This is an optimization exercise on Yosys and OpenROAD, whose aim is small area, not a production implementation.
The RTL was checked by simulation tests, not by an equivalence proof against the original design.
No activity file was given, so power comes from the tool's default toggle rates.

==> flow/design.v (outline; a module is shown in full before it is edited, if it fits) <==
// module fa_mac_unit: 1436 lines
// module fa_mac_fa: 4 lines
// module fa_mac_ha: 4 lines
// module fa_mac_and: 3 lines
// module fa_mac_slot: 53 lines
module fa_mac_slot (
    input  wire         clk,
    input  wire         gsr,
    input  wire         gwe,
    input  wire [63:0]  x,
    input  wire [63:0]  y,
    input  wire [3:0]   ce,
    input  wire [3:0]   rst,
    input  wire [3:0]   aclr,
    input  wire [3:0]   sub,
    input  wire [7:0]   op_mode,
    input  wire [3:0]   sign_x,
    input  wire [3:0]   sign_y,
    input  wire [3:0]   frac,
    input  wire [3:0]   in_delay,
    input  wire [7:0]   rnd,
    input  wire [3:0]   sat,
    input  wire [7:0]   out_fmt,
    input  wire [39:0]  cin,
    output wire [39:0]  cout,
    output wire [159:0] out
);
  // ...
==> flow/run.sh <==
#!/bin/bash
# synth_recipe.tcl (not shown) runs the flow's synth.tcl, then flattens the netlist and writes it again
# the make line also repeats each setting of config.mk as NAME=value (left out here)
make -C /OpenROAD-flow-scripts/flow DESIGN_CONFIG=/design/flow/config.mk WORK_HOME=/design/flow/orfs CLKGATE_MAP_FILE= SYNTH_SCRIPT=/design/flow/synth_recipe.tcl finish
==> flow/config.mk <==
export PLATFORM = sky130hd
export DESIGN_NAME = fa_mac_slot
export DESIGN_NICKNAME = fa_mac_slot
export VERILOG_FILES = /design/flow/design.v
export SDC_FILE = /design/flow/constraint.sdc
export NUM_CORES = 4
export LEC_CHECK = 0
export CAP_MARGIN = 20
export CORE_MARGIN = 2
export CORE_UTILIZATION = 40
export SLEW_MARGIN = 20
export SYNTH_HIERARCHICAL = 1
export SYNTH_MINIMUM_KEEP_SIZE = 0
==> flow/constraint.sdc <==
create_clock -name core_clock -period 12.0 [get_ports {clk}]
set_input_delay 2.4000 -clock core_clock [delete_from_list [all_inputs] [get_ports {clk}]]
set_output_delay 2.4000 -clock core_clock [all_outputs]
set_load 0.01 [all_outputs]
==> out/results.txt, run 1 <==
Status -> complete, no violations
Vias in the first global route -> 47,800
Residual DRC count -> 0
First-pass GRT wire length -> 304 mm
Power Total -> 13.1 mW
Critical path class -> flop to flop
HP Start -> g_unit[2].unit.k0$_SDFFE_PP1P_
Met3 usage -> 0.0415
Crit path from -> g_unit[0].unit.frac_r$_DFF_P_
Sw frac -> 0.434
Cells after Synth -> 5,768
Final-report setup violation count -> 0
DRT antenna net count -> 0
Final nets -> 7,023
Postcts setup bufs -> 0
Relative slew slack -> 0.222
Combinational cell fraction of total power -> 0.603
Non-Filler Cell Area, Final -> 0.0730 mm²
Critical R2R Launch -> g_unit[0].unit.frac_r$_DFF_P_
Top-count cell post-synth -> fa_1
Post-DP Area -> 0.0704 mm²
Type of the most critical hold path -> flop to flop
Worst setup EP type -> flop
Clk pwr share -> 0.179
Synth warn -> 8
NetSw -> 5.68 mW
Leakage -> 26.8 nW
Slowest stage delay, CP -> 0.80 ns
Non-clk buf share -> 0.0743
Number of buffers added on ports -> 430
==> run 2: changes to the inputs <==
==> flow/flow/run.sh (new file) <==
#!/bin/bash
# The standard layout (the standard.sh: standard synthesis, floorplan,
# placement, CTS, routing), except that the buffers placed on the input and
# output ports are the smallest buffer cell instead of the default delay cell.
set -euo pipefail
export BUFFER_PORTS_ARGS="-buffer_cell sky130_fd_sc_hd__buf_1"
bash standard.sh > standard.log 2>&1
==> flow/standard.sh (new file) <==
#!/bin/bash
# synth_recipe.tcl (not shown) runs the flow's synth.tcl, then flattens the netlist and writes it again
# the make line also repeats each setting of config.mk as NAME=value (left out here)
make -C /OpenROAD-flow-scripts/flow DESIGN_CONFIG=/design/flow/config.mk WORK_HOME=/design/flow/orfs CLKGATE_MAP_FILE= SYNTH_SCRIPT=/design/flow/synth_recipe.tcl "${@:-finish}"
--- a/flow/config.mk
+++ b/flow/config.mk
@@ -7,7 +7,8 @@
 export LEC_CHECK = 0
 export CAP_MARGIN = 20
 export CORE_MARGIN = 2
-export CORE_UTILIZATION = 40
+export CORE_UTILIZATION = 60
+export CTS_BUF_LIST = sky130_fd_sc_hd__clkbuf_4 sky130_fd_sc_hd__clkbuf_8
 export SLEW_MARGIN = 20
 export SYNTH_HIERARCHICAL = 1
 export SYNTH_MINIMUM_KEEP_SIZE = 0
removed: flow/run.sh
==> run 2 against run 1 <==
Net effect:
- first-iteration DRC count fell by 4.5%
- via count rose by 0.88%
- core utilization rose by 19 points
- synthesized cell count did not move
- area after synthesis did not move
- clock skew fell by 0.015 ns
- die area fell by 33%
- sequential share of layout area rose by 1.4 points
- critical path depth fell by 1
- worst hold slack got worse by 0.051 ns
- largest power group unchanged
==> out/results.txt, run 2 <==
Clock root buffer -> clkbuf_8
Core Box Area -> 0.107 mm²
Vias/cell -> 6.40
Post-cts sizing count -> 0
Max Cap Viol -> 0
VDD IR max -> 202 µV
Worst slew pin tran -> 1.17 ns
Vias in the first global route -> 48,700 (+1.9%)
EDFF count, synth -> 572
Cells after Synth -> 5,768 (unchanged)
WL per Instance -> 26.1 µm
Synthesized area -> 0.0645 mm²
Residual DRC count -> 0 (unchanged)
Overall die width -> 332 µm
Die Ht -> 332 µm
PwrDens -> 184 mW/mm²
DR pass1 iterations -> 6
Critical path startpoint category -> flop
Worst-path fanout max -> 33
Largest reg by FF count -> g_unit.unit.z3
Top Registers -> g_unit.unit.z3 (160), g_unit.unit.p2 (140)
FP Rows -> 120
Final Hold Fails -> 0
Ys flop type -> edfxtp_1
Area grow syn2layout -> 7.07%
Synth warn -> 8 (unchanged)
Worst hold stages -> 2
Total CTS buffers -> 104
CP arrival -> 10.79 ns
Leakage -> 25.6 nW (-4.3%)
Via count -> 47,700
Commonest cells post-synth -> 696 x fa_1, 660 x xnor2_1, 572 x edfxtp_1
Power Total -> 12.7 mW (-3.1%)
Final-report setup violation count -> 0 (unchanged)
Layout cells sized above 1 -> 0.112
GPL Wtd Cong -> 0.944
Max clock buf depth -> 3
Post-DP HPWL -> 139 mm
Leading area contributor after synthesis -> edfxtp_1
R2R cell count -> 25
Total track usage -> 0.354
DRT iter0 DRCs -> 4,579
Main combinational cell family by area after synthesis -> adder cells
Synth Area in Adders -> 0.248
Final nets -> 7,054 (+0.44%)
Synth async-reset ratio -> 0
Initial antenna violation count -> 11
Fmax achieved -> 0.0974 GHz
Most frequent cells in the layout -> 696 x fa_1, 660 x xnor2_1, 572 x edfxtp_1
Seq/Total Area, Yosys -> 0.277
Unique masters post-synth -> 67
Critical path class -> flop to flop
Largest net degree at the start of global routing -> 76
Syn Area/Cell -> 11.2 µm²
Top Ports -> 431
Gr ovfl total -> 0
Reg clk slew, reported paths -> 0.07 ns
Maximum level of the CTS H-tree -> 3
Status -> complete, no violations
Sink Count -> 608
Synth Area in Compound Gates -> 0.160
Max Slew Vio Count -> 0
Mapped Nets -> 6,863
Type of the most critical hold path -> flop to flop
Commonest non-fill, non-tap cell in the layout -> fa_1
Post-synthesis register bit count -> 608
Multiplexer share of the synthesized area -> 0.0392
Post-synthesis xor/xnor area fraction -> 0.141
Min Tclk post-route -> 10.27 ns
Die area -> 0.110 mm²
Worst setup EP type -> flop
RSZ-0062 raised after global routing -> no
DRT antenna net count -> 0 (unchanged)
Postcts setup bufs -> 0 (unchanged)
Final TNS setup -> 0 ns
Layout Skew -> 0.0491 ns
Top-count cell post-synth -> fa_1
Number of flip-flops in the largest register -> 160
Synth Area in Simple Gates -> 0.0832
Slowest CP cell -> xnor2_2
Relative slew slack -> 0.218 (-0.00373)
Starting density of the core -> 0.604
CTS Hold Bufs -> 0
Top cell type's share of synthesized area -> 0.266
First-pass GRT wire length -> 299 mm (-1.7%)
Number of buffers added on ports -> 430 (unchanged)
Crit path top cell by count -> fa_1
Slowest stage delay, CP -> 0.89 ns (+0.09 ns)
Routed WL -> 195 mm
CTS tree -> yes
Worst Path Required -> 12.52 ns
Worst-Skew Late Latency -> 0.81 ns
Synth top area cells -> edfxtp_1 27%, fa_1 22%, xnor2_1 9.0%, a22oi_1 5.6%, xor2_1 3.6%
Fin crit share -> 0.856
==> run 2: cell counts after synthesis <==
No cell type changed its count.
==> run 2: logic make-up after synthesis <==
| logic type | Yosys count |
|---|---|
| buffers and inverters | 720 |
| muxes | 216 |
| and+or+nand+nor | 988 |
| adders and majority gates | 864 |
| DFF | 608 |
| AOI/OAI and AO/OA | 1388 |
| xor gates and xnor gates | 984 |
==> run 2: layer usage <==
layer / wire length (µm) / global-route usage
met4: 11000 / 0.172
met3: 16100 / 0.0695
met2: 92500 / 0.578
met1: 74800 / 0.453
met5: 101 / 0
==> run 2: layout make-up <==
cell class / instances / area (µm²)
multi-input combinational: 4440 / 43500
fill: 8688 / 37800
sequential: 608 / 17900
timing repair buffer: 585 / 2780
clock buffer: 149 / 1830
tap: 1403 / 1760
inverter: 220 / 826
clock inverter: 48 / 457
antenna: 5 / 12.5
==> run 2: metrics by stage <==
stage	hold WS (ns)	instance area (µm²)	util	std cells	setup slack (ns)
2_1_floorplan	0.436	64500	-	5768	2.53
3_3_place_gp	0.448	66800	0.625	7256	1.35
3_5_place_dp	0.447	66800	0.625	7256	1.32
4_1_cts	0.421	69100	0.646	7453	1.77
5_1_grt	0.475	69100	0.646	7456	1.16
6_report	0.411	69100	0.646	7458	1.73
==> run 2: worst paths after layout <==
kind | from | end | slack, ns
worst max-delay path | g_unit[0].unit.frac_r$_DFF_P_ | g_unit[0].unit.p2[0]$_DFFE_PP_ | 1.73
worst min-delay path | g_unit[3].unit.k0$_SDFFE_PP1P_ | g_unit[3].unit.k1$_SDFFE_PP1P_ | 0.41
worst max register to register | g_unit[0].unit.frac_r$_DFF_P_ | g_unit[0].unit.p2[0]$_DFFE_PP_ | 1.73
worst min register to register | g_unit[3].unit.k0$_SDFFE_PP1P_ | g_unit[3].unit.k1$_SDFFE_PP1P_ | 0.41
==> run 2: per-module statistics from Yosys, one instance, submodules excluded, a selection <==
module | flip-flops and latches | cells | times used
fa_mac_and | 0 | 1 | 160
fa_mac_fa | 0 | 1 | 696
fa_mac_unit | 152 | 1201 | 4
fa_mac_ha | 0 | 1 | 108
==> run 2: critical path: cells and delay by family, from the launching register on <==
family,cells,cell delay [ns]
buffers and inverters,1,0.11
AND/OR/NAND/NOR,3,1.01
adder cells (fa/ha/maj),14,5.79
XOR/XNOR,2,1.11
multiplexers,1,0.24
AO/OA/AOI/OAI,4,0.87
flip-flops,1,0.88
==> run 2: power by group <==
part	leakage (nW)	internal [mW]	total (mW)	switching (mW)
Combinational	18.4	3.40	7.72	4.32
Clock	1.21	1.14	2.08	0.940
Sequential	5.99	2.53	2.89	0.359

==> static timing again, ports no longer ideal <==
Ports are ideal in the flow. The routed layouts listed here were re-timed in OpenROAD.
Step 1 (the two cells are an assumption about what drives the block):
set clk [get_ports {clk}]
set_driving_cell -lib_cell sky130_fd_sc_hd__clkbuf_16 $clk
set_driving_cell -lib_cell sky130_fd_sc_hd__buf_2 [delete_from_list [all_inputs] $clk]
Step 2 times the ports against the registers' clock, not the clock port: input delays grow and output delays shrink by t, the midpoint of the rising clock arrivals with the driver on.
Three values: ideal, step 1, step 2; two values: the first two.
run | shift t [ns] | setup WS [ns] | worst setup path at the end | worst register clock-pin slew, ns | cell pins on the clock port's net
run 1 | 0.768 | 1.699 / 1.699 / 1.151 | input to register | 0.08 / 0.08 | 1
run 2 | 0.877 | 1.730 / 1.730 / 1.277 | input to register | 0.08 / 0.08 | 1
After both steps setup and hold are still met in every run listed. For run 1, which loses most, drivers alone change the setup slack by 0.000 ns; drivers and shift together by -0.548 ns.
